Background: an optimization exercise with open tools, aiming at small area, a short achievable clock period and few clock cycles per item. Do not read the settings as production practice.
Where RTL was checked, it was by simulation tests only, not by an equivalence proof against the original.
The RTL of run 3 was laid out without a check of its function.

==> flow/design.v (outline; a module is shown in full before it is edited, if it fits) <==
// module sr_mul1: 2665 lines
// module sr_mul2: 2461 lines
// module fp_narrow: 85 lines
// module sr_convert: 193 lines
module sr_convert (
    input  wire        clk,
    input  wire        rst,
    input  wire        in_valid,
    output wire        in_ready,
    input  wire [31:0] in_value,
    input  wire [1:0]  in_fmt,       
    input  wire        in_rnd,       
    input  wire        in_sat,
    input  wire [63:0] in_seed,
    input  wire [63:0] in_step,
    input  wire [31:0] in_tensor,
    input  wire [7:0]  in_tag,
    input  wire [47:0] in_coord,
    output reg         out_valid,
    input  wire        out_ready,
    output reg  [15:0] out_code,
    output reg  [2:0]  out_flags     
);
  // ...
==> flow/run.sh <==
#!/bin/bash
# synth_recipe.tcl (not shown) runs the flow's synth.tcl, then flattens the netlist and writes it again
# the make line also repeats each setting of config.mk as NAME=value (left out here)
make -C /OpenROAD-flow-scripts/flow DESIGN_CONFIG=/design/flow/config.mk WORK_HOME=/design/flow/orfs CLKGATE_MAP_FILE= SYNTH_SCRIPT=/design/flow/synth_recipe.tcl finish
==> flow/config.mk <==
export PLATFORM = sky130hd
export DESIGN_NAME = sr_convert
export DESIGN_NICKNAME = sr_convert
export VERILOG_FILES = /design/flow/design.v
export SDC_FILE = /design/flow/constraint.sdc
export NUM_CORES = 4
export LEC_CHECK = 0
export CAP_MARGIN = 20
export CORE_MARGIN = 2
export CORE_UTILIZATION = 40
export SLEW_MARGIN = 20
==> flow/constraint.sdc <==
create_clock -name core_clock -period 25.0 [get_ports {clk}]
set_input_delay 5.0000 -clock core_clock [delete_from_list [all_inputs] [get_ports {clk}]]
set_output_delay 5.0000 -clock core_clock [all_outputs]
set_load 0.01 [all_outputs]
==> metrics.md, run 1 <==
| Metric | Value |
|---|---|
| Status | finished clean |
| Post-DP HPWL | 204000 µm |
| FF/Latch Area | 16400 µm² |
| Post-synthesis mux area share | under 10% |
| Cell with the most instances after synthesis | inv_1 |
| Max Cap Viol | 0 |
| Slew headroom | 13.5% |
| Final min period | 10.42 ns |
| Most common cell after layout, fill and taps aside | inv_1 |
| Post-synth top area cell | fa_1 |
| Met1 usage | about two fifths |
| Reg2reg setup slack | 14.58 ns |
| Post-DR wirelength/cell | just over 30 µm |
| Area after DPL | just under 70000 µm² |
| H-tree level count | 3 |
| Synth Area in Simple Gates | 5.56% |
| Ant diodes | 12 |
| Least-Margin Pin Slew | between 1 and 1.5 ns |
| Flop and latch count out of synthesis | 592 |
| Die Ht | 399 µm |
| CTS tree | yes |
| Bufs and invs on worst path | 5 |
| CP delay by family, top | adder cells |
| Met2 GRT Util | 49.6% |
| NonClk Buf Share | 5.44% |
Testbench counts, summed over its fixed seeds: cycles 12,893, items 12,000.
==> run 2: changes to the inputs <==
==> flow/flow/run.sh (new file) <==
#!/bin/bash
# Layout flow: the standard flow (standard.sh), with timing repair asked to
# leave SETUP_MARGIN ns of setup slack at the design's own clock period, so that
# the layout is optimised for the period it reaches rather than only for the
# period it is checked at. The constraints (constraint.sdc) are not changed.
# Each tool's full output stays in orfs/logs/; make's output goes to flow.log.
set -euo pipefail
MARGIN=$(cat flow/setup_margin)
bash standard.sh SETUP_SLACK_MARGIN="$MARGIN" finish > flow.log 2>&1
==> flow/flow/setup_margin (new file) <==
19
==> flow/standard.sh (new file) <==
#!/bin/bash
# synth_recipe.tcl (not shown) runs the flow's synth.tcl, then flattens the netlist and writes it again
# the make line also repeats each setting of config.mk as NAME=value (left out here)
make -C /OpenROAD-flow-scripts/flow DESIGN_CONFIG=/design/flow/config.mk WORK_HOME=/design/flow/orfs CLKGATE_MAP_FILE= SYNTH_SCRIPT=/design/flow/synth_recipe.tcl "${@:-finish}"
removed: flow/run.sh
==> metrics.md, run 2 <==
| Metric | Value |
|---|---|
| Netlist Area Pre-Place | 62300 µm² (unchanged) |
| Post-DP HPWL | 193000 µm (was 204000 µm) |
| Syn nets | 7062 (unchanged) |
| Max Cap Viol | 0 (unchanged) |
| Unique masters post-synth | 99 (unchanged) |
| Largest net degree at the start of global routing | 83 (was 167) |
| Die Ht | 399 µm (unchanged) |
| Most frequent cells in the layout | inv_1 (1172), fa_1 (1048), buf_4 (543) (was inv_1 (1306), fa_1 (1218), edfxtp_1 (458)) |
| First-pass GRT wire length | 362000 µm (was 348000 µm) |
| Later-pin clock latency in the skew report | 0.71 ns (was 0.70 ns) |
| CP delay by family, top | adder cells (unchanged) |
| Critical-path top delay cell | fa_1 (was o21a_1) |
| Mapped Cells | 5445 (unchanged) |
| Synth top cells by count | inv_1 (1306), fa_1 (1218), edfxtp_1 (458) (unchanged) |
| Final min period | 8.13 ns (was 10.42 ns) |
| Pre-Repair DR Iteration Count | 8 (was 6) |
| Worst-case clock buffer depth | 3 (unchanged) |
| Die width | 399 µm (unchanged) |
| Fmax | 123 MHz (was 95.9 MHz) |
| Critical path capture point type | flip-flop (unchanged) |
| 1st-iter DRT viols | 4733 (was 4472) |
| # setup viols final | 0 (unchanged) |
| Fin Clk Skew | 0.0415 ns (was 0.0450 ns) |
| Crit path launch | r1_b[55]$_DFF_P_ (was r1_b[51]$_DFF_P_) |
| Gpl congestion | 1.03 (was 1.04) |
| Row cnt | 144 (unchanged) |
| Vias | 46864 (was 43132) |
| Hold WC Path Type | flip-flop to flip-flop (unchanged) |
| Non-Filler Instances | 8571 (was 7946) |
| Clock sinks | 592 (unchanged) |
| Critical path class | flip-flop to flip-flop (unchanged) |
| Sequential area share after synthesis | 26.4% (unchanged) |
| GR Overflow Total | 0 (unchanged) |
| Post-DR wirelength/cell | 30.1 µm (was 30.9 µm) |
| Fraction of registers with async set/reset | 0% (unchanged) |
| Vias in the first global route | 49630 (was 46121) |
| Hold buffers post-CTS | 0 (unchanged) |
| Final WS setup | 16.87 ns (was 14.58 ns) |
| Area contributors post-synth | fa_1 (39%), edfxtp_1 (22%), inv_1 (7.9%), xnor2_1 (5.1%), dfxtp_1 (4.3%) (unchanged) |
| Hold path start | r1_lo[17]$_SDFF_PP0_ (unchanged) |
| Least-Margin Pin Slew | 1.22 ns (was 1.29 ns) |
| Status | finished clean (unchanged) |
| Hold Fails Final Rpt | 0 (unchanged) |
| Number of flops mapped to enable cells by yosys | 458 (unchanged) |
| DRC viols | 0 (unchanged) |
| Most common cell after layout, fill and taps aside | inv_1 (unchanged) |
| Crit Path Max Fanout | 5 (was 17) |
| Initial core utilization | 40.4% (unchanged) |
| CTS Buf Count | 68 (unchanged) |
| Slew headroom | 18.6% (was 13.5%) |
| Critical Path Start Type | flip-flop (unchanged) |
| Synth warn | 2 (unchanged) |
| Final Routed Wirelength | 258000 µm (was 245000 µm) |
| Post-synth top area cell | fa_1 (unchanged) |
| H-tree level count | 3 (unchanged) |
| Arr. time, crit path | 8.58 ns (was 10.87 ns) |
| Initial antenna violation count | 26 (was 25) |
| Most Frequent Cell on Critical Path | fa_1 |
| Mean area per synthesized cell | 11.4 µm² (unchanged) |
| GR Util All Layers | 32.6% (was 31.5%) |
| DP Worst Slack | 15.00 ns (was 14.68 ns) |
| Largest stage delay, worst path | 0.49 ns (was 0.84 ns) |
| Top cell type's share of synthesized area | 39.1% (unchanged) |
| # placed instances | 7758 (was 7810) |
| Full die area | 159000 µm² (unchanged) |
| Antenna Violating Nets Remaining | 0 (unchanged) |
| NumNets Final | 8074 (was 7453) |
| Worst path required time | 25.45 ns (about the same) |
| Vias/cell | 5.47 (was 5.43) |
| CTS clock-pin slew for the worst setup and hold paths | 0.06 ns (was 0.07 ns) |
| Final Max Slew Viols | 0 (unchanged) |
| Setup TNS | 0 ns (unchanged) |
| CTS tree | yes (unchanged) |
| IO buf count | 276 (unchanged) |
| Cell with the most instances after synthesis | inv_1 (unchanged) |
| Core Footprint | 154000 µm² (unchanged) |
| Clk root buf | clkbuf_16 (unchanged) |
| P&R area growth vs syn | 32.6% (was 13.9%) |
| R2R Path Start | r1_b[55]$_DFF_P_ (was r1_b[51]$_DFF_P_) |
| Number of top-level pins | 277 (unchanged) |
| Bufs and invs on worst path | 7 (was 5) |
| Flop and latch count out of synthesis | 592 (unchanged) |
| Ys flop type | edfxtp_1 (unchanged) |
| Fin crit share | 32.5% (was 41.7%) |
| RSZ-0062 raised after global routing | true (was false) |
| Share of cells above drive strength 1 | 27.6% (was 5.77%) |
[run 2: cell type report]
type | count | area (µm²)
clock buffers | 87 | 1800
clock inverters | 37 | 408
repair buffers | 1036 | 10300
multi-input cells | 3453 | 45800
diodes | 16 | 40.0
inverters | 1306 | 5200
well taps | 2044 | 2560
fillers | 13113 | 71800
flip-flops and latches | 592 | 16600
[run 2: what timing repair did]
item,4_1_cts,5_1_grt
resized for setup,972,313
pin swaps,266,219
setup buffers,495,151
cloned,18,7
endpoints found under the setup margin,300,257
[run 2: worst register-to-register path, delay by kind of cell, from the launching register on]
family | cells | cell delay (ns)
xor gates and xnor gates | 3 | 0.73
adders and majority gates | 9 | 3.41
and+or+nand+nor | 4 | 0.45
DFF | 1 | 0.39
buffers and inverters | 7 | 1.05
muxes | 1 | 0.33
AOI/OAI and AO/OA | 6 | 1.51
[run 2: path summary, 6_finish.rpt]
kind	to	slack, ns	cells past startpoint
setup / recovery	out_code[2]$_DFFE_PN_	16.87	30
hold / removal	ob0[17]$_DFFE_PP_	0.45	0
setup reg to reg	out_code[2]$_DFFE_PN_	16.87	30
hold reg to reg	ob0[17]$_DFFE_PP_	0.45	0
[run 2: stage by stage]
| step | hold WS [ns] | cell area [µm²] | util [%] |
|---|---|---|---|
| after floorplan | 0.480 | 64000 | - |
| after global placement | 0.435 | 69500 | 45.0 |
| after detailed placement | 0.442 | 69500 | 45.0 |
| after CTS | 0.458 | 79900 | 51.7 |
| after global routing | 0.476 | 82600 | 53.5 |
| final | 0.452 | 82600 | 53.5 |
[run 2: metal layers]
layer | wire, µm | GRT usage (%)
met5 | 176 | 0
met4 | 19400 | 18.7
met3 | 27200 | 10.1
met2 | 118000 | 51.0
met1 | 93300 | 39.9
[run 2: cell families after synthesis]
| group | Yosys count | share of synthesized area (%) |
|---|---|---|
| AND/OR/NAND/NOR | 721 | 5.56 |
| flip-flops | 592 | 26.4 |
| other | 1 | 0.00602 |
| buffers and inverters | 1405 | 8.52 |
| AO/OA/AOI/OAI | 676 | 7.57 |
| XOR/XNOR | 620 | 8.77 |
| adder cells (fa/ha/maj) | 1361 | 42.0 |
| multiplexers | 69 | 1.18 |
==> module sr_convert, before the edit <==
module sr_convert (
    input  wire        clk,
    input  wire        rst,
    input  wire        in_valid,
    output wire        in_ready,
    input  wire [31:0] in_value,
    input  wire [1:0]  in_fmt,       
    input  wire        in_rnd,       
    input  wire        in_sat,
    input  wire [63:0] in_seed,
    input  wire [63:0] in_step,
    input  wire [31:0] in_tensor,
    input  wire [7:0]  in_tag,
    input  wire [47:0] in_coord,
    output reg         out_valid,
    input  wire        out_ready,
    output reg  [15:0] out_code,
    output reg  [2:0]  out_flags     
);
    localparam [63:0] GOLDEN = 64'h9E3779B97F4A7C15;
    localparam [2:0] M_F  = 3'd0;    
    localparam [2:0] M_R1 = 3'd1;    
    localparam [2:0] M_W1 = 3'd2;
    localparam [2:0] M_R2 = 3'd3;    
    localparam [2:0] M_W2 = 3'd4;
    localparam [2:0] M_R3 = 3'd5;    
    localparam [2:0] M_W3 = 3'd6;
    localparam [1:0] T_NONE = 2'd0;
    localparam [1:0] T_ITEM = 2'd1;
    localparam [1:0] T_H2   = 2'd2;
    localparam [1:0] T_H3   = 2'd3;
    reg [63:0] k_seed, k_step;
    reg [39:0] k_tt;                 
    reg [63:0] h2, h3;
    reg        v2, v3;               
    wire [39:0] in_tt = {in_tensor, in_tag};
    wire [7:0] eqs_in, eqp_in;
    wire [4:0] eqt_in;
    genvar g;
    generate
        for (g = 0; g < 8; g = g + 1) begin : g_eq
            assign eqs_in[g] = (in_seed[8*g+7:8*g] == k_seed[8*g+7:8*g]);
            assign eqp_in[g] = (in_step[8*g+7:8*g] == k_step[8*g+7:8*g]);
        end
        for (g = 0; g < 5; g = g + 1) begin : g_eqt
            assign eqt_in[g] = (in_tt[8*g+7:8*g] == k_tt[8*g+7:8*g]);
        end
    endgenerate
    reg        r0_valid;
    reg [31:0] r0_value;
    reg [1:0]  r0_fmt;
    reg        r0_rnd, r0_sat;
    reg [47:0] r0_coord;
    reg [7:0]  r0_eqs, r0_eqp;
    reg [4:0]  r0_eqt;
    reg        r0_fix;               
    wire V2 = r0_fix | (v2 & (&r0_eqs) & (&r0_eqp));
    wire V3 = r0_fix | (v3 & (&r0_eqs) & (&r0_eqp) & (&r0_eqt));
    reg [2:0] mode;
    reg       sel_f, sel_r1, sel_r2, sel_r3;
    reg [1:0]  r1_tag;
    reg [63:0] r1_b;
    reg [18:0] r1_lo, r1_hi;
    reg [15:0] r1_frac;
    reg [18:0] ob0, ob1;
    reg [1:0]  ocnt;
    reg        ord, owr;
    wire r1_item  = (r1_tag == T_ITEM);
    wire space_ok = ({2'b0, out_valid} + {1'b0, ocnt} + {2'b0, r1_item}) <= 3'd2;
    wire miss     = r0_rnd & ~V3;
    wire leave    = r0_valid & (mode == M_F) & space_ok & ~miss;
    assign in_ready = ~r0_valid | leave;
    always @(posedge clk) begin
        if (in_ready) begin
            k_seed   <= in_seed;
            k_step   <= in_step;
            k_tt     <= in_tt;
            r0_value <= in_value;
            r0_fmt   <= in_fmt;
            r0_rnd   <= in_rnd;
            r0_sat   <= in_sat;
            r0_coord <= in_coord;
            r0_eqs   <= eqs_in;
            r0_eqp   <= eqp_in;
            r0_eqt   <= eqt_in;
        end
        if (rst) begin
            r0_valid <= 1'b0;
            r0_fix   <= 1'b0;
            v2       <= 1'b0;
            v3       <= 1'b0;
        end else if (in_ready) begin
            r0_valid <= in_valid;
            r0_fix   <= 1'b0;
            v2       <= V2;
            v3       <= V3;
        end else if (mode == M_W3) begin
            r0_fix   <= 1'b1;
            v2       <= 1'b1;
            v3       <= 1'b1;
        end
    end
    reg [2:0] mode_n;
    always @* begin
        case (mode)
            M_F:     mode_n = (r0_valid & miss) ? (V2 ? M_R3 : M_R1) : M_F;
            M_R1:    mode_n = M_W1;
            M_W1:    mode_n = M_R2;
            M_R2:    mode_n = M_W2;
            M_W2:    mode_n = M_R3;
            M_R3:    mode_n = M_W3;
            default: mode_n = M_F;
        endcase
        if (rst) mode_n = M_F;
    end
    always @(posedge clk) begin
        mode   <= mode_n;
        sel_f  <= (mode_n == M_F);
        sel_r1 <= (mode_n == M_R1);
        sel_r2 <= (mode_n == M_R2);
        sel_r3 <= (mode_n == M_R3);
    end
    wire [63:0] x = ({64{sel_f}}  & (h3 ^ {16'd0, r0_coord}))
                  | ({64{sel_r1}} & (k_seed ^ GOLDEN))
                  | ({64{sel_r2}} & (h2 ^ k_step))
                  | ({64{sel_r3}} & (h2 ^ {k_tt, 24'd0}));
    wire [63:0] a  = x ^ (x >> 30);
    wire [63:0] na = ~(x ^ (x >> 30));
    wire [63:0] b;
    sr_mul1 u_mul1 (.a(a), .na(na), .p(b));
    wire [18:0] cv_lo, cv_hi;
    wire [15:0] cv_frac;
    fp_narrow u_conv (
        .x(r0_value), .fmt(r0_fmt), .rnd(r0_rnd), .sat(r0_sat),
        .lo(cv_lo), .hi(cv_hi), .frac(cv_frac));
    always @(posedge clk) begin
        if (rst)
            r1_tag <= T_NONE;
        else
            case (mode)
                M_F:        r1_tag <= leave ? T_ITEM : T_NONE;
                M_R1, M_R2: r1_tag <= T_H2;
                M_R3:       r1_tag <= T_H3;
                default:    r1_tag <= T_NONE;
            endcase
        r1_b    <= b;
        r1_lo   <= cv_lo;
        r1_hi   <= cv_hi;
        r1_frac <= cv_frac;
    end
    wire [63:0] c  = r1_b ^ (r1_b >> 27);
    wire [63:0] nc = ~(r1_b ^ (r1_b >> 27));
    wire [63:0] d;
    sr_mul2 u_mul2 (.a(c), .na(nc), .p(d));
    wire [63:0] y = d ^ (d >> 31);
    always @(posedge clk) begin
        if (r1_tag == T_H2) h2 <= y;
        if (r1_tag == T_H3) h3 <= y;
    end
    wire [16:0] srsum = {1'b0, y[15:0]} + {1'b0, r1_frac};
    wire [18:0] res   = srsum[16] ? r1_hi : r1_lo;
    wire ld = ~out_valid | out_ready;
    always @(posedge clk) begin
        if (r1_item) begin
            if (owr) ob1 <= res;
            else     ob0 <= res;
        end
        if (ld) begin
            if (ocnt != 2'd0)
                {out_flags, out_code} <= ord ? ob1 : ob0;
            else
                {out_flags, out_code} <= res;
        end
        if (rst) begin
            out_valid <= 1'b0;
            ocnt      <= 2'd0;
            ord       <= 1'b0;
            owr       <= 1'b0;
        end else if (ld) begin
            if (ocnt != 2'd0) begin
                out_valid <= 1'b1;
                ord       <= ~ord;
                if (r1_item) owr  <= ~owr;
                else         ocnt <= ocnt - 2'd1;
            end else begin
                out_valid <= r1_item;
            end
        end else if (r1_item) begin
            owr  <= ~owr;
            ocnt <= ocnt + 2'd1;
        end
    end
endmodule
==> run 3: changes to the inputs <==
--- a/flow/design.v
+++ b/flow/design.v
@@ -5231,9 +5231,11 @@
     localparam [63:0] GOLDEN = 64'h9E3779B97F4A7C15;
-    localparam [2:0] M_F  = 3'd0;    
-    localparam [2:0] M_R1 = 3'd1;    
-    localparam [2:0] M_W1 = 3'd2;
-    localparam [2:0] M_R2 = 3'd3;    
-    localparam [2:0] M_W2 = 3'd4;
-    localparam [2:0] M_R3 = 3'd5;    
-    localparam [2:0] M_W3 = 3'd6;
+    localparam [3:0] M_F  = 4'd0;    
+    localparam [3:0] M_R1 = 4'd1;    
+    localparam [3:0] M_W1 = 4'd2;
+    localparam [3:0] M_P2 = 4'd3;
+    localparam [3:0] M_R2 = 4'd4;    
+    localparam [3:0] M_W2 = 4'd5;
+    localparam [3:0] M_P3 = 4'd6;
+    localparam [3:0] M_R3 = 4'd7;    
+    localparam [3:0] M_W3 = 4'd8;
     localparam [1:0] T_NONE = 2'd0;
@@ -5242,19 +5244,9 @@
     localparam [1:0] T_H3   = 2'd3;
+    function [63:0] xs30(input [63:0] v);
+        xs30 = v ^ (v >> 30);
+    endfunction
     reg [63:0] k_seed, k_step;
     reg [39:0] k_tt;                 
-    reg [63:0] h2, h3;
+    reg [63:0] h2, h3a;
     reg        v2, v3;               
-    wire [39:0] in_tt = {in_tensor, in_tag};
-    wire [7:0] eqs_in, eqp_in;
-    wire [4:0] eqt_in;
-    genvar g;
-    generate
-        for (g = 0; g < 8; g = g + 1) begin : g_eq
-            assign eqs_in[g] = (in_seed[8*g+7:8*g] == k_seed[8*g+7:8*g]);
-            assign eqp_in[g] = (in_step[8*g+7:8*g] == k_step[8*g+7:8*g]);
-        end
-        for (g = 0; g < 5; g = g + 1) begin : g_eqt
-            assign eqt_in[g] = (in_tt[8*g+7:8*g] == k_tt[8*g+7:8*g]);
-        end
-    endgenerate
     reg        r0_valid;
@@ -5263,10 +5255,9 @@
     reg        r0_rnd, r0_sat;
-    reg [47:0] r0_coord;
-    reg [7:0]  r0_eqs, r0_eqp;
-    reg [4:0]  r0_eqt;
+    reg [47:0] r0_acoord;            
+    reg        r0_eq2, r0_eq3;       
     reg        r0_fix;               
-    wire V2 = r0_fix | (v2 & (&r0_eqs) & (&r0_eqp));
-    wire V3 = r0_fix | (v3 & (&r0_eqs) & (&r0_eqp) & (&r0_eqt));
-    reg [2:0] mode;
-    reg       sel_f, sel_r1, sel_r2, sel_r3;
+    reg        rdy;
+    reg [3:0]  mode;
+    reg        sel_f;
+    reg [63:0] pa;                   
     reg [1:0]  r1_tag;
@@ -5275,23 +5266,55 @@
     reg [15:0] r1_frac;
-    reg [18:0] ob0, ob1;
-    reg [1:0]  ocnt;
-    reg        ord, owr;
-    wire r1_item  = (r1_tag == T_ITEM);
-    wire space_ok = ({2'b0, out_valid} + {1'b0, ocnt} + {2'b0, r1_item}) <= 3'd2;
-    wire miss     = r0_rnd & ~V3;
-    wire leave    = r0_valid & (mode == M_F) & space_ok & ~miss;
-    assign in_ready = ~r0_valid | leave;
+    reg        r2_item;
+    reg [15:0] r2_r;
+    reg [18:0] r2_lo, r2_hi;
+    reg [15:0] r2_frac;
+    reg [18:0] ob0, ob1, ob2;        
+    reg [1:0]  ocnt, ord, owr;
+    assign in_ready = rdy;
+    wire V2 = r0_fix | (v2 & r0_eq2);
+    wire V3 = r0_fix | (v3 & r0_eq3);
+    wire miss = r0_rnd & ~V3;
+    wire r1_item = (r1_tag == T_ITEM);
+    wire [2:0] occ = {2'b00, out_valid} + {1'b0, ocnt};
+    wire space_ok = (occ + {2'b00, r1_item} + {2'b00, r2_item}) <= 3'd3;
+    wire leave = r0_valid & (mode == M_F) & space_ok & ~miss;
+    wire eq2_in = (in_seed == k_seed) & (in_step == k_step);
+    wire eq3_in = eq2_in & ({in_tensor, in_tag} == k_tt);
+    reg [3:0] mode_n;
+    always @* begin
+        case (mode)
+            M_F:     mode_n = (r0_valid & miss) ? (V2 ? M_R3 : M_R1) : M_F;
+            M_R1:    mode_n = M_W1;
+            M_W1:    mode_n = M_P2;
+            M_P2:    mode_n = M_R2;
+            M_R2:    mode_n = M_W2;
+            M_W2:    mode_n = M_P3;
+            M_P3:    mode_n = M_R3;
+            M_R3:    mode_n = M_W3;
+            default: mode_n = M_F;
+        endcase
+        if (rst) mode_n = M_F;
+    end
+    wire r0_valid_n = ~rst & (rdy ? in_valid : r0_valid);
+    wire r0_rnd_n   = rdy ? in_rnd : r0_rnd;
+    wire V3_n       = ~rst & (rdy ? (V3 & eq3_in) : ((mode == M_W3) | V3));
+    wire r1_item_n  = (mode == M_F) & leave;
+    wire ld  = ~out_valid | out_ready;
+    wire deq = out_valid & out_ready;
+    wire [2:0] occ_n = occ - {2'b00, deq} + {2'b00, r2_item};
+    wire space_n = (occ_n + {2'b00, r1_item_n} + {2'b00, r1_item}) <= 3'd3;
+    wire rdy_n = ~r0_valid_n | ((mode_n == M_F) & space_n & ~(r0_rnd_n & ~V3_n));
     always @(posedge clk) begin
-        if (in_ready) begin
-            k_seed   <= in_seed;
-            k_step   <= in_step;
-            k_tt     <= in_tt;
-            r0_value <= in_value;
-            r0_fmt   <= in_fmt;
-            r0_rnd   <= in_rnd;
-            r0_sat   <= in_sat;
-            r0_coord <= in_coord;
-            r0_eqs   <= eqs_in;
-            r0_eqp   <= eqp_in;
-            r0_eqt   <= eqt_in;
+        rdy <= rdy_n;
+        if (rdy) begin
+            k_seed    <= in_seed;
+            k_step    <= in_step;
+            k_tt      <= {in_tensor, in_tag};
+            r0_value  <= in_value;
+            r0_fmt    <= in_fmt;
+            r0_rnd    <= in_rnd;
+            r0_sat    <= in_sat;
+            r0_acoord <= in_coord ^ (in_coord >> 30);
+            r0_eq2    <= eq2_in;
+            r0_eq3    <= eq3_in;
         end
@@ -5302,3 +5325,3 @@
             v3       <= 1'b0;
-        end else if (in_ready) begin
+        end else if (rdy) begin
             r0_valid <= in_valid;
@@ -5313,28 +5336,13 @@
     end
-    reg [2:0] mode_n;
-    always @* begin
-        case (mode)
-            M_F:     mode_n = (r0_valid & miss) ? (V2 ? M_R3 : M_R1) : M_F;
-            M_R1:    mode_n = M_W1;
-            M_W1:    mode_n = M_R2;
-            M_R2:    mode_n = M_W2;
-            M_W2:    mode_n = M_R3;
-            M_R3:    mode_n = M_W3;
-            default: mode_n = M_F;
+    always @(posedge clk) begin
+        mode  <= mode_n;
+        sel_f <= (mode_n == M_F);
+        case (mode_n)
+            M_R1:    pa <= xs30(k_seed ^ GOLDEN);
+            M_R2:    pa <= xs30(h2 ^ k_step);
+            default: pa <= xs30(h2 ^ {k_tt, 24'd0});
         endcase
-        if (rst) mode_n = M_F;
     end
-    always @(posedge clk) begin
-        mode   <= mode_n;
-        sel_f  <= (mode_n == M_F);
-        sel_r1 <= (mode_n == M_R1);
-        sel_r2 <= (mode_n == M_R2);
-        sel_r3 <= (mode_n == M_R3);
-    end
-    wire [63:0] x = ({64{sel_f}}  & (h3 ^ {16'd0, r0_coord}))
-                  | ({64{sel_r1}} & (k_seed ^ GOLDEN))
-                  | ({64{sel_r2}} & (h2 ^ k_step))
-                  | ({64{sel_r3}} & (h2 ^ {k_tt, 24'd0}));
-    wire [63:0] a  = x ^ (x >> 30);
-    wire [63:0] na = ~(x ^ (x >> 30));
+    wire [63:0] a  = sel_f ? (h3a ^ {16'd0, r0_acoord}) : pa;
+    wire [63:0] na = ~(sel_f ? (h3a ^ {16'd0, r0_acoord}) : pa);
     wire [63:0] b;
@@ -5367,12 +5375,27 @@
     always @(posedge clk) begin
-        if (r1_tag == T_H2) h2 <= y;
-        if (r1_tag == T_H3) h3 <= y;
+        if (r1_tag == T_H2) h2  <= y;
+        if (r1_tag == T_H3) h3a <= xs30(y);
+        r2_item <= ~rst & r1_item;
+        r2_r    <= y[15:0];
+        r2_lo   <= r1_lo;
+        r2_hi   <= r1_hi;
+        r2_frac <= r1_frac;
+    end
+    wire [16:0] srsum = {1'b0, r2_r} + {1'b0, r2_frac};
+    wire [18:0] res   = srsum[16] ? r2_hi : r2_lo;
+    reg [18:0] obr;
+    always @* begin
+        case (ord)
+            2'd0:    obr = ob0;
+            2'd1:    obr = ob1;
+            default: obr = ob2;
+        endcase
     end
-    wire [16:0] srsum = {1'b0, y[15:0]} + {1'b0, r1_frac};
-    wire [18:0] res   = srsum[16] ? r1_hi : r1_lo;
-    wire ld = ~out_valid | out_ready;
+    wire [1:0] ord_inc = (ord == 2'd2) ? 2'd0 : ord + 2'd1;
+    wire [1:0] owr_inc = (owr == 2'd2) ? 2'd0 : owr + 2'd1;
     always @(posedge clk) begin
-        if (r1_item) begin
-            if (owr) ob1 <= res;
-            else     ob0 <= res;
+        if (r2_item) begin
+            if (owr == 2'd0) ob0 <= res;
+            if (owr == 2'd1) ob1 <= res;
+            if (owr == 2'd2) ob2 <= res;
         end
@@ -5380,3 +5403,3 @@
             if (ocnt != 2'd0)
-                {out_flags, out_code} <= ord ? ob1 : ob0;
+                {out_flags, out_code} <= obr;
             else
@@ -5387,4 +5410,4 @@
             ocnt      <= 2'd0;
-            ord       <= 1'b0;
-            owr       <= 1'b0;
+            ord       <= 2'd0;
+            owr       <= 2'd0;
         end else if (ld) begin
@@ -5392,10 +5415,10 @@
                 out_valid <= 1'b1;
-                ord       <= ~ord;
-                if (r1_item) owr  <= ~owr;
+                ord       <= ord_inc;
+                if (r2_item) owr  <= owr_inc;
                 else         ocnt <= ocnt - 2'd1;
             end else begin
-                out_valid <= r1_item;
+                out_valid <= r2_item;
             end
-        end else if (r1_item) begin
-            owr  <= ~owr;
+        end else if (r2_item) begin
+            owr  <= owr_inc;
             ocnt <= ocnt + 2'd1;
==> metrics.md, run 3 <==
| Metric | Value |
|---|---|
| Fin Clk Skew | 0.0793 ns (was 0.0415 ns) |
| Hold Slack | 0.324 ns (was 0.452 ns) |
| Fin crit share | 28.1% (was 32.5%) |
| FF/Latch Area | 19300 µm² (was 16600 µm²) |
| Core Util, Final | 54.3% (was 53.5%) |
| Unique masters post-synth | 106 (was 99) |
| Mapped Cells | 6034 (was 5445) |
| Crit Path Max Fanout | 3 (was 5) |
| Synth warn | 2 (unchanged) |
| Cell with the most instances after synthesis | inv_1 (unchanged) |
| Initial antenna violation count | 11 (was 26) |
| Gpl congestion | 1.02 (was 1.03) |
| Multi-input logic area | 50100 µm² (was 45800 µm²) |
| Final Cell Area | 92000 µm² (was 82600 µm²) |
| Final Max Slew Viols | 0 (unchanged) |
| Most common cell after layout, fill and taps aside | inv_1 (unchanged) |
| Final Routed Wirelength | 283000 µm (was 258000 µm) |
| Largest net degree at the start of global routing | 77 (was 83) |
| Share of cells above drive strength 1 | 30.6% (was 27.6%) |
| Post-synth top area cell | fa_1 (unchanged) |
| Critical Path Start Type | flip-flop (unchanged) |
| Hold WC Path Type | flip-flop to flip-flop (unchanged) |
| Area contributors post-synth | fa_1 (36%), edfxtp_1 (20%), dfxtp_1 (7.9%), inv_1 (7.4%), xnor2_1 (4.6%) (was fa_1 (39%), edfxtp_1 (22%), inv_1 (7.9%), xnor2_1 (5.1%), dfxtp_1 (4.3%)) |
| # placed instances | 8492 (was 7758) |
| H-tree level count | 3 (unchanged) |
| Worst path required time | 25.47 ns (was 25.45 ns) |
| Sequential area share after synthesis | 28.0% (was 26.4%) |
| CP delay by family, top | adder cells (unchanged) |
| Row cnt | 151 (was 144) |
| Critical path class | flip-flop to flip-flop (unchanged) |
| Clk root buf | clkbuf_16 (unchanged) |
| Fmax | 142 MHz (was 123 MHz) |
| Full die area | 174000 µm² (was 159000 µm²) |
| Clock sinks | 726 (was 592) |
| Later-pin clock latency in the skew report | 0.76 ns (was 0.71 ns) |
| Core Footprint | 169000 µm² (was 154000 µm²) |
| Final WS setup | 17.97 ns (was 16.87 ns) |
| Least-Margin Pin Slew | 1.07 ns (was 1.22 ns) |
| IO buf count | 276 (unchanged) |
| Post-DP HPWL | 205000 µm (was 193000 µm) |
| Setup TNS | 0 ns (unchanged) |
| Number of flops mapped to enable cells by yosys | 457 (was 458) |
| Vias in the first global route | 54183 (was 49630) |
| Ys flop type | edfxtp_1 (unchanged) |
| DP Worst Slack | 15.57 ns (was 15.00 ns) |
| Initial core utilization | 40.3% (was 40.4%) |
| Synth top cells by count | inv_1 (1352), fa_1 (1221), edfxtp_1 (457) (was inv_1 (1306), fa_1 (1218), edfxtp_1 (458)) |
| GR Util All Layers | 32.6% (about the same) |
| Vias | 52624 (was 46864) |
| Syn nets | 7657 (was 7062) |
| Largest stage delay, worst path | 0.60 ns (was 0.49 ns) |
| Hold buffers post-CTS | 0 (unchanged) |
| GR Overflow Total | 0 (unchanged) |
| Status | finished clean (unchanged) |
| RSZ-0062 raised after global routing | true (unchanged) |
| Number of fill cells | 14296 (was 13113) |
| Top cell type's share of synthesized area | 35.9% (was 39.1%) |
| Netlist Area Pre-Place | 68200 µm² (was 62300 µm²) |
| Most frequent cells in the layout | inv_1 (1215), fa_1 (1034), buf_4 (602) (was inv_1 (1172), fa_1 (1048), buf_4 (543)) |
| 1st-iter DRT viols | 6327 (was 4733) |
| Area after DPL | 76100 µm² (was 69500 µm²) |
| Pre-Repair DR Iteration Count | 7 (was 8) |
| Post-DR wirelength/cell | 30.0 µm (was 30.1 µm) |
| CTS clock-pin slew for the worst setup and hold paths | 0.06 ns (about the same) |
| P&R area growth vs syn | 35.0% (was 32.6%) |
| Hold Fails Final Rpt | 0 (unchanged) |
| Mean area per synthesized cell | 11.3 µm² (was 11.4 µm²) |
| Bufs and invs on worst path | 8 (was 7) |
| Flop and latch count out of synthesis | 726 (was 592) |
| # setup viols final | 0 (unchanged) |
| Antenna Violating Nets Remaining | 0 (unchanged) |
| Final min period | 7.03 ns (was 8.13 ns) |
| CTS tree | yes (unchanged) |
| Critical path capture point type | flip-flop (unchanged) |
| Number of top-level pins | 277 (unchanged) |
| Slew headroom | 26.4% (was 18.6%) |
| Vias/cell | 5.57 (was 5.47) |
| CTS Buf Count | 83 (was 68) |
| DRC viols | 0 (unchanged) |
| NumNets Final | 8773 (was 8074) |
| Fraction of registers with async set/reset | 0% (unchanged) |
| Non-Filler Instances | 9441 (was 8571) |
| Critical-path top delay cell | fa_2 (was fa_1) |
| Worst-case clock buffer depth | 3 (unchanged) |
| Arr. time, crit path | 7.50 ns (was 8.58 ns) |
| Die width | 417 µm (was 399 µm) |
| Die Ht | 417 µm (was 399 µm) |
| Max Cap Viol | 0 (unchanged) |
| First-pass GRT wire length | 400000 µm (was 362000 µm) |
## run 3: cell count changes after synthesis, moves of 19 or more
cell,before,now
dfxtp_1,134,269
o221a_2,0,20
a21oi_1,135,211
nor2_1,200,219
nor4_1,12,48
clkbuf_1,73,105
o22ai_1,9,40
a221oi_1,13,48
nand4_1,62,42
xor2_1,252,346
a311oi_1,4,54
inv_1,1306,1352
## run 3: final timing paths
kind | slack, ns | depth (start not counted) | end | startpoint
worst max register to register | 17.97 | 29 | h3a[2]$_DFFE_PN_ | r1_b[51]$_DFF_P_
worst min-delay path | 0.32 | 0 | r2_lo[11]$_DFF_P_ | r1_lo[11]$_DFF_P_
worst max-delay path | 17.97 | 29 | h3a[2]$_DFFE_PN_ | r1_b[51]$_DFF_P_
worst min register to register | 0.32 | 0 | r2_lo[11]$_DFF_P_ | r1_lo[11]$_DFF_P_
## run 3: logic make-up (layout without fill, tap and decap cells)
group / after synthesis / after routing / share of synthesized area, %
xor+xnor: 705 / 705 / 9.08
fa+ha+maj: 1367 / 1367 / 38.5
buf+inv: 1501 / 2672 / 8.41
compound gates: 916 / 917 / 9.61
other cells: 1 / 4 / 0.00550
simple gates: 749 / 761 / 5.25
flops: 726 / 726 / 28.0
mux: 69 / 71 / 1.08
## run 3: metal layers
metal	vias to the layer above	wire length (µm)	GRT usage, %
met5	-	69	0
met3	788	30600	8.22
li1	21559	-	-
met2	3106	126000	49.6
met4	10	17100	14.9
met1	27161	110000	43.8
## run 3: what timing repair did
| action | 4_1_cts | 5_1_grt |
|---|---|---|
| gates cloned | 32 | 3 |
| pin swaps | 272 | 214 |
| gates resized for setup | 1218 | 423 |
| setup endpoints to repair | 338 | 281 |
| buffers inserted | 583 | 173 |
## run 3: final cells by class
class	instances	area share, %
Antenna cell	3	0.00816
Clock buffer	106	2.44
Clock inverter	49	0.677
Inverter	1355	5.84
Multi-Input combinational cell	3822	54.5
Sequential cell	726	20.9
Tap cell	2218	3.02
Timing Repair Buffer	1162	12.6
==> run 4: changes to the inputs <==
--- a/flow/design.v
+++ b/flow/design.v
@@ -5264,8 +5264,10 @@
     reg [63:0] r1_b;
-    reg [18:0] r1_lo, r1_hi;
-    reg [15:0] r1_frac;
+    reg [31:0] r1_value;
+    reg [1:0]  r1_fmt;
+    reg        r1_rnd, r1_sat;
     reg        r2_item;
     reg [15:0] r2_r;
-    reg [18:0] r2_lo, r2_hi;
-    reg [15:0] r2_frac;
+    reg [31:0] r2_value;
+    reg [1:0]  r2_fmt;
+    reg        r2_rnd, r2_sat;
     reg [18:0] ob0, ob1, ob2;        
@@ -5349,7 +5351,2 @@
     sr_mul1 u_mul1 (.a(a), .na(na), .p(b));
-    wire [18:0] cv_lo, cv_hi;
-    wire [15:0] cv_frac;
-    fp_narrow u_conv (
-        .x(r0_value), .fmt(r0_fmt), .rnd(r0_rnd), .sat(r0_sat),
-        .lo(cv_lo), .hi(cv_hi), .frac(cv_frac));
     always @(posedge clk) begin
@@ -5364,6 +5361,7 @@
             endcase
-        r1_b    <= b;
-        r1_lo   <= cv_lo;
-        r1_hi   <= cv_hi;
-        r1_frac <= cv_frac;
+        r1_b     <= b;
+        r1_value <= r0_value;
+        r1_fmt   <= r0_fmt;
+        r1_rnd   <= r0_rnd;
+        r1_sat   <= r0_sat;
     end
@@ -5378,9 +5376,15 @@
         r2_item <= ~rst & r1_item;
-        r2_r    <= y[15:0];
-        r2_lo   <= r1_lo;
-        r2_hi   <= r1_hi;
-        r2_frac <= r1_frac;
+        r2_r     <= y[15:0];
+        r2_value <= r1_value;
+        r2_fmt   <= r1_fmt;
+        r2_rnd   <= r1_rnd;
+        r2_sat   <= r1_sat;
     end
-    wire [16:0] srsum = {1'b0, r2_r} + {1'b0, r2_frac};
-    wire [18:0] res   = srsum[16] ? r2_hi : r2_lo;
+    wire [18:0] cv_lo, cv_hi;
+    wire [15:0] cv_frac;
+    fp_narrow u_conv (
+        .x(r2_value), .fmt(r2_fmt), .rnd(r2_rnd), .sat(r2_sat),
+        .lo(cv_lo), .hi(cv_hi), .frac(cv_frac));
+    wire [16:0] srsum = {1'b0, r2_r} + {1'b0, cv_frac};
+    wire [18:0] res   = srsum[16] ? cv_hi : cv_lo;
     reg [18:0] obr;
==> flow/flow/setup_margin (replaced) <==
18
==> metrics.md, run 4 <==
| Metric | Value |
|---|---|
| Status | finished clean (unchanged) |
| Share of cells above drive strength 1 | 21.5% (was 30.6%) |
| RSZ-0062 raised after global routing | true (unchanged) |
| Sequential area share after synthesis | 28.1% (was 28.0%) |
| Non-Filler Instances | 8945 (was 9441) |
| GRT busiest layer | met2 (unchanged) |
| Critical path class | flip-flop to flip-flop (unchanged) |
| Vias | 49076 (was 52624) |
| Largest net degree at the start of global routing | 154 (was 77) |
| Full die area | 168000 µm² (was 174000 µm²) |
| Hold Slack | 0.271 ns (was 0.324 ns) |
| GR Util All Layers | 31.6% (was 32.6%) |
| Fin crit share | 29.2% (was 28.1%) |
| Mapped Cells | 5764 (was 6034) |
| Post-DP HPWL | 199000 µm (was 205000 µm) |
| Met1 usage | 41.5% (was 43.8%) |
| Critical Path Start Type | flip-flop (unchanged) |
| DP Worst Slack | 15.25 ns (was 15.57 ns) |
| Most common cell after layout, fill and taps aside | inv_1 (unchanged) |
| Die width | 410 µm (was 417 µm) |
| Critical path capture point type | flip-flop (unchanged) |
| Fin Clk Skew | 0.0623 ns (was 0.0793 ns) |
| Later-pin clock latency in the skew report | 0.71 ns (was 0.76 ns) |
| Clk root buf | clkbuf_16 (unchanged) |
| Initial core utilization | 40.4% (was 40.3%) |
| First-pass GRT wire length | 375000 µm (was 400000 µm) |
| Arr. time, crit path | 7.72 ns (was 7.50 ns) |
| Number of top-level pins | 277 (unchanged) |
| Antenna Violating Nets Remaining | 0 (unchanged) |
| CTS Buf Count | 77 (was 83) |
| Clock sinks | 694 (was 726) |
| Post-DR wirelength/cell | 29.7 µm (was 30.0 µm) |
| Cell with the most instances after synthesis | inv_1 (unchanged) |
| Ys flop type | edfxtp_1 (unchanged) |
| Least-Margin Pin Slew | 1.03 ns (was 1.07 ns) |
| Hold WC Path Type | flip-flop to flip-flop (unchanged) |
| # setup viols final | 0 (unchanged) |
| Post-synth top area cell | fa_1 (unchanged) |
| Vias in the first global route | 51027 (was 54183) |
| Fmax | 137 MHz (was 142 MHz) |
| Synth warn | 2 (unchanged) |
| P&R area growth vs syn | 27.6% (was 35.0%) |
| Most frequent cells in the layout | inv_1 (1238), fa_1 (1117), buf_4 (525) (was inv_1 (1215), fa_1 (1034), buf_4 (602)) |
| Area after DPL | 73100 µm² (was 76100 µm²) |
| Hold buffers post-CTS | 0 (unchanged) |
| Final Routed Wirelength | 265000 µm (was 283000 µm) |
| Top cell type's share of synthesized area | 37.1% (was 35.9%) |
| H-tree level count | 3 (unchanged) |
| Slew headroom | 31.2% (was 26.4%) |
| Area contributors post-synth | fa_1 (37%), edfxtp_1 (21%), inv_1 (7.6%), dfxtp_1 (7.2%), xnor2_1 (6.7%) (was fa_1 (36%), edfxtp_1 (20%), dfxtp_1 (7.9%), inv_1 (7.4%), xnor2_1 (4.6%)) |
| Hold Fails Final Rpt | 0 (unchanged) |
| DRC viols | 0 (unchanged) |
| Row cnt | 148 (was 151) |
| Max Cap Viol | 0 (unchanged) |
| Worst path required time | 25.42 ns (was 25.47 ns) |
| Core Util, Final | 51.5% (was 54.3%) |
| Final Max Slew Viols | 0 (unchanged) |
| Setup TNS | 0 ns (unchanged) |
| CTS clock-pin slew for the worst setup and hold paths | 0.06 ns (about the same) |
| 1st-iter DRT viols | 5383 (was 6327) |
| Critical-path top delay cell | fa_2 (unchanged) |
| Final WS setup | 17.71 ns (was 17.97 ns) |
| Syn nets | 7386 (was 7657) |
| Synth top cells by count | inv_1 (1334), fa_1 (1221), xnor2_1 (502) (was inv_1 (1352), fa_1 (1221), edfxtp_1 (457)) |
| Final min period | 7.29 ns (was 7.03 ns) |
| Core Footprint | 163000 µm² (was 169000 µm²) |
| Met2 GRT Util | 47.3% (was 49.6%) |
| Crit Path Max Fanout | 6 (was 3) |
| Die Ht | 410 µm (was 417 µm) |
| Fraction of registers with async set/reset | 0% (unchanged) |
| IO buf count | 276 (unchanged) |
| Unique masters post-synth | 91 (was 106) |
| Number of flops mapped to enable cells by yosys | 457 (unchanged) |
| Grt met3 use | 9.67% (was 8.22%) |
| CTS tree | yes (unchanged) |
| Largest stage delay, worst path | 0.55 ns (was 0.60 ns) |
| GR Overflow Total | 0 (unchanged) |
| Initial antenna violation count | 10 (was 11) |
| Flop and latch count out of synthesis | 694 (was 726) |
| Final Cell Area | 84000 µm² (was 92000 µm²) |
| Gpl congestion | 1.04 (was 1.02) |
| Pre-Repair DR Iteration Count | 6 (was 7) |
| # placed instances | 8226 (was 8492) |
| Worst-case clock buffer depth | 3 (unchanged) |
| Vias/cell | 5.49 (was 5.57) |
| Netlist Area Pre-Place | 65800 µm² (was 68200 µm²) |
| NumNets Final | 8323 (was 8773) |
| Mean area per synthesized cell | 11.4 µm² (was 11.3 µm²) |
## run 4: cell types whose count changed in the layout (fill, tap and decap cells not counted), sizes merged, moves of 29 or more
cell           previous run  this run
a311oi                   55         1
buf                     922       681
clkdlybuf4s50           168       275
dfxtp                   269       237
nand2                   211       173
nand4                    44        73
xnor2                   358       502
xor2                    346       210
## run 4: final timing paths
kind	start	to	slack, ns	cells after the start
setup / recovery	r2_fmt[0]$_DFF_P_	out_code[1]$_DFFE_PN_	17.71	39
hold reg to reg	r1_value[6]$_DFF_P_	r2_value[6]$_DFF_P_	0.27	0
hold / removal	r1_value[6]$_DFF_P_	r2_value[6]$_DFF_P_	0.27	0
setup reg to reg	r2_fmt[0]$_DFF_P_	out_code[1]$_DFFE_PN_	17.71	39
## run 4: worst max-delay path, delay by kind of cell (launching register included)
family	cells	cell delay [ns]
AO/OA/AOI/OAI	13	2.44
adder cells (fa/ha/maj)	4	1.22
multiplexers	4	1.13
AND/OR/NAND/NOR	10	1.05
buffers and inverters	8	0.81
flip-flops	1	0.35
## run 4: kinds of logic (layout without fill, tap and decap cells)
group	after synthesis	in the layout	synth area share [%]
DFF	694	694	28.1
buffers and inverters	1441	2439	8.25
xor gates and xnor gates	714	714	9.54
adders and majority gates	1366	1366	39.9
other	1	5	0.00570
and+or+nand+nor	716	718	5.30
muxes	72	73	1.13
AOI/OAI and AO/OA	760	761	7.83
## run 4: final cells by class
cell class	instances	area, µm²
fillers	14236	79100
repair buffers	961	9320
clock buffers	109	2220
multi-input cells	3633	45300
clock inverters	35	568
diodes	4	10.0
well taps	2175	2720
inverters	1334	5270
flip-flops and latches	694	18600
## run 4: repair_timing
| action | in CTS | in global routing |
|---|---|---|
| resized for setup | 516 | 262 |
| setup buffers | 391 | 169 |
| pin swaps | 150 | 128 |
| setup endpoints to repair | 315 | 153 |
| cloned | 10 | 1 |
## run 4: layer usage
metal  part of all wire, %  vias to the layer above  routed length [µm]
met5                 0.020                        -                  52
met4                   6.1                        8               16200
met3                    12                      698               30900
met2                    44                     2963              116000
met1                    38                    25316              102000
li1                      -                    20091                   -
Testbench counts of run 4, summed over its fixed seeds: cycles 12,959, items 12,000.
==> run 5: changes to the inputs <==
==> flow/flow/setup_margin (replaced) <==
17
==> metrics.md, run 5 <==
| Metric | Value |
|---|---|
| Share of cells above drive strength 1 | 10.8% (was 21.5%) |
| R2R cell count | 23 (was 39) |
| DRC viols | 0 (unchanged) |
| Setup TNS | 0 ns (unchanged) |
| IO buf count | 276 (unchanged) |
| Row cnt | 148 (unchanged) |
| Worst-case clock buffer depth | 3 (unchanged) |
| Crit Path Max Fanout | 7 (was 6) |
| Mapped Cells | 5764 (unchanged) |
| Arr. time, crit path | 8.29 ns (was 7.72 ns) |
| Critical path class | flip-flop to flip-flop (unchanged) |
| Most common cell after layout, fill and taps aside | inv_1 (unchanged) |
| Least-Margin Pin Slew | 1.31 ns (was 1.03 ns) |
| Netlist Area Pre-Place | 65800 µm² (unchanged) |
| Vias | 46579 (was 49076) |
| RSZ-0062 raised after global routing | false (was true) |
| Number of top-level pins | 277 (unchanged) |
| Clock sinks | 694 (unchanged) |
| Post-DR wirelength/cell | 29.3 µm (was 29.7 µm) |
| Worst r2r dst | h3a[17]$_DFFE_PN_ (was out_code[1]$_DFFE_PN_) |
| Hold WC Path Type | flip-flop to flip-flop (unchanged) |
| Die width | 410 µm (unchanged) |
| Syn nets | 7386 (unchanged) |
| CTS clock-pin slew for the worst setup and hold paths | 0.08 ns (was 0.06 ns) |
| FF/Latch Area | 18500 µm² (was 18600 µm²) |
| Later-pin clock latency in the skew report | 0.71 ns (about the same) |
| R2R Path Start | r1_b[59]$_DFF_P_ (was r2_fmt[0]$_DFF_P_) |
| Largest net degree at the start of global routing | 69 (was 154) |
| Hold Fails Final Rpt | 0 (unchanged) |
| GR Overflow Total | 0 (unchanged) |
| Vias in the first global route | 48502 (was 51027) |
| Antenna Violating Nets Remaining | 0 (unchanged) |
| Ant diodes | 0 (was 4) |
| Final WS setup | 17.11 ns (was 17.71 ns) |
| 1st-iter DRT viols | 4886 (was 5383) |
| Slew headroom | 11.8% (was 31.2%) |
| Synth warn | 2 (unchanged) |
| Fin Clk Skew | 0.0730 ns (was 0.0623 ns) |
| # setup viols final | 0 (unchanged) |
| P&R area growth vs syn | 17.5% (was 27.6%) |
| Worst Setup EP | h3a[17]$_DFFE_PN_ (was out_code[1]$_DFFE_PN_) |
| Ys flop type | edfxtp_1 (unchanged) |
| GR Util All Layers | 30.0% (was 31.6%) |
| Max Cap Viol | 0 (unchanged) |
| First-pass GRT wire length | 357000 µm (was 375000 µm) |
| Status | finished clean (unchanged) |
| Critical Path Start Type | flip-flop (unchanged) |
| Vias/cell | 5.44 (was 5.49) |
| Post-DP HPWL | 200000 µm (was 199000 µm) |
| NumNets Final | 7948 (was 8323) |
| Number of flops mapped to enable cells by yosys | 457 (unchanged) |
| Synth top cells by count | inv_1 (1334), fa_1 (1221), xnor2_1 (502) (unchanged) |
| Flop and latch count out of synthesis | 694 (unchanged) |
| DP Worst Slack | 15.46 ns (was 15.25 ns) |
| Worst path required time | 25.40 ns (was 25.42 ns) |
| Fin crit share | 31.6% (was 29.2%) |
| Hold depth | 0 (unchanged) |
| Initial core utilization | 40.4% (unchanged) |
| Final Routed Wirelength | 251000 µm (was 265000 µm) |
| Cell with the most instances after synthesis | inv_1 (unchanged) |
| H-tree level count | 3 (unchanged) |
| Number of fill cells | 14953 (was 14236) |
| Reg2reg setup slack | 17.11 ns (was 17.71 ns) |
| Crit path launch | r1_b[59]$_DFF_P_ (was r2_fmt[0]$_DFF_P_) |
| Top cell type's share of synthesized area | 37.1% (unchanged) |
| Fraction of registers with async set/reset | 0% (unchanged) |
| Final Cell Area | 77300 µm² (was 84000 µm²) |
| Fmax | 127 MHz (was 137 MHz) |
| Area after DPL | 72400 µm² (was 73100 µm²) |
| Initial antenna violation count | 3 (was 10) |
| Full die area | 168000 µm² (unchanged) |
| Unique masters post-synth | 91 (unchanged) |
| Post-synth top area cell | fa_1 (unchanged) |
| Gpl congestion | 1.02 (was 1.04) |
| Hold buffers post-CTS | 0 (unchanged) |
| Area contributors post-synth | fa_1 (37%), edfxtp_1 (21%), inv_1 (7.6%), dfxtp_1 (7.2%), xnor2_1 (6.7%) (unchanged) |
| Pre-Repair DR Iteration Count | 6 (unchanged) |
| Sequential area share after synthesis | 28.1% (unchanged) |
| Final Max Slew Viols | 0 (unchanged) |
| Core Footprint | 163000 µm² (unchanged) |
| Mean area per synthesized cell | 11.4 µm² (unchanged) |
| Clk root buf | clkbuf_16 (unchanged) |
| CTS tree | yes (unchanged) |
| Critical path capture point type | flip-flop (unchanged) |
| Most frequent cells in the layout | inv_1 (1289), fa_1 (1210), xnor2_1 (480) (was inv_1 (1238), fa_1 (1117), buf_4 (525)) |
| Final min period | 7.89 ns (was 7.29 ns) |
| Hold Slack | 0.283 ns (was 0.271 ns) |
| CTS Buf Count | 75 (was 77) |
| Multi-input logic area | 43000 µm² (was 45300 µm²) |
| Die Ht | 410 µm (unchanged) |
run 5: cell counts after synthesis:
No cell type changed its count.
run 5: critical path: stages, from the launching register on:
cell	delay, ns
dfxtp_1	0.73
xor2_1	0.20
buf_4	0.26
fa_2	0.53
inv_1	0.17
fa_1	0.46
fa_1	0.43
inv_1	0.09
fa_1	0.42
fa_1	0.45
ha_1	0.37
and3_1	0.21
a221o_1	0.30
a21oi_1	0.20
o21bai_1	0.09
a21oi_1	0.18
o221ai_1	0.15
a21bo_2	0.28
nor2_4	0.18
o21ai_4	0.11
a21oi_1	0.26
xnor2_2	0.24
xnor2_1	1.10
xor2_1	0.13
run 5: kinds of logic (layout without fill, tap and decap cells):
kind of cell | count (synthesis) | in the layout | synth area share, %
adders and majority gates | 1366 | 1366 | 39.9
and+or+nand+nor | 716 | 717 | 5.30
AOI/OAI and AO/OA | 760 | 760 | 7.83
DFF | 694 | 694 | 28.1
other | 1 | 1 | 0.00570
muxes | 72 | 73 | 1.13
buffers and inverters | 1441 | 2062 | 8.25
xor gates and xnor gates | 714 | 714 | 9.54
run 5: repair_timing:
action	4_1_cts	5_1_grt
setup buffers	114	55
gates cloned	2	2
gates resized for setup	129	112
pin swaps	13	18
endpoints found under the setup margin	162	147
run 5: stage by stage:
stage	instances	utilization [%]
floorplan	5764	-
global placement	8251	44.4
detailed placement	8251	44.4
CTS	8505	46.8
global route	8562	47.4
finish	8562	47.4
run 5: cell type report:
cell class / instances / share of cell area, %
multi-input cells: 3631 / 55.6
flip-flops and latches: 694 / 24.0
repair buffers: 590 / 7.04
inverters: 1334 / 6.68
well taps: 2175 / 3.52
clock buffers: 102 / 2.63
clock inverters: 36 / 0.537
run 5: per-layer routing:
metal / up-vias / wire length (µm) / track usage (%)
met5: - / 41 / 0
met2: 2553 / 111000 / 45.5
met1: 24120 / 99200 / 40.2
met3: 596 / 26200 / 7.83
met4: 6 / 14400 / 14.2
li1: 19304 / - / -
run 5: worst min-delay path by stage:
stage / from / end
2_1_floorplan: r1_fmt[0]$_DFF_P_ / r2_fmt[0]$_DFF_P_
3_3_place_gp: r1_value[12]$_DFF_P_ / r2_value[12]$_DFF_P_
3_5_place_dp: r1_value[26]$_DFF_P_ / r2_value[26]$_DFF_P_
4_1_cts: r1_value[22]$_DFF_P_ / r2_value[22]$_DFF_P_
5_1_grt: r1_value[22]$_DFF_P_ / r2_value[22]$_DFF_P_
6_report: r1_value[22]$_DFF_P_ / r2_value[22]$_DFF_P_

what the ideal ports hide:
The flow's constraints put no driver on any port. The routed layouts listed below were extracted and timed again, unchanged, in two steps.
Step 1 sets driving cells, clkbuf_16 on the clock port and buf_2 on the other inputs (assumed; they add their load-dependent delay and slew).
Step 2 also shifts input and output timing later by t, the mid clock arrival at the registers, as if the neighbouring blocks saw the same clock.
Slacks: ideal / step 1 / step 2; pairs: ideal / step 1.
| run | t, ns | slack for setup (ns) | worst register clock-pin slew, ns |
|---|---|---|---|
| run 1 | 0.755 | 14.577 / 14.577 / 14.577 | 0.08 / 0.08 |
| run 2 | 0.773 | 16.868 / 16.868 / 16.868 | 0.07 / 0.07 |
| run 3 | 0.802 | 17.967 / 17.967 / 17.347 | 0.08 / 0.08 |
| run 4 | 0.764 | 17.707 / 17.707 / 17.338 | 0.07 / 0.07 |
| run 5 | 0.774 | 17.106 / 17.106 / 16.756 | 0.09 / 0.09 |
After both steps every run listed still meets setup and hold. For run 3, which loses most, drivers alone change the setup slack by 0.000 ns; drivers and shift together by -0.620 ns.
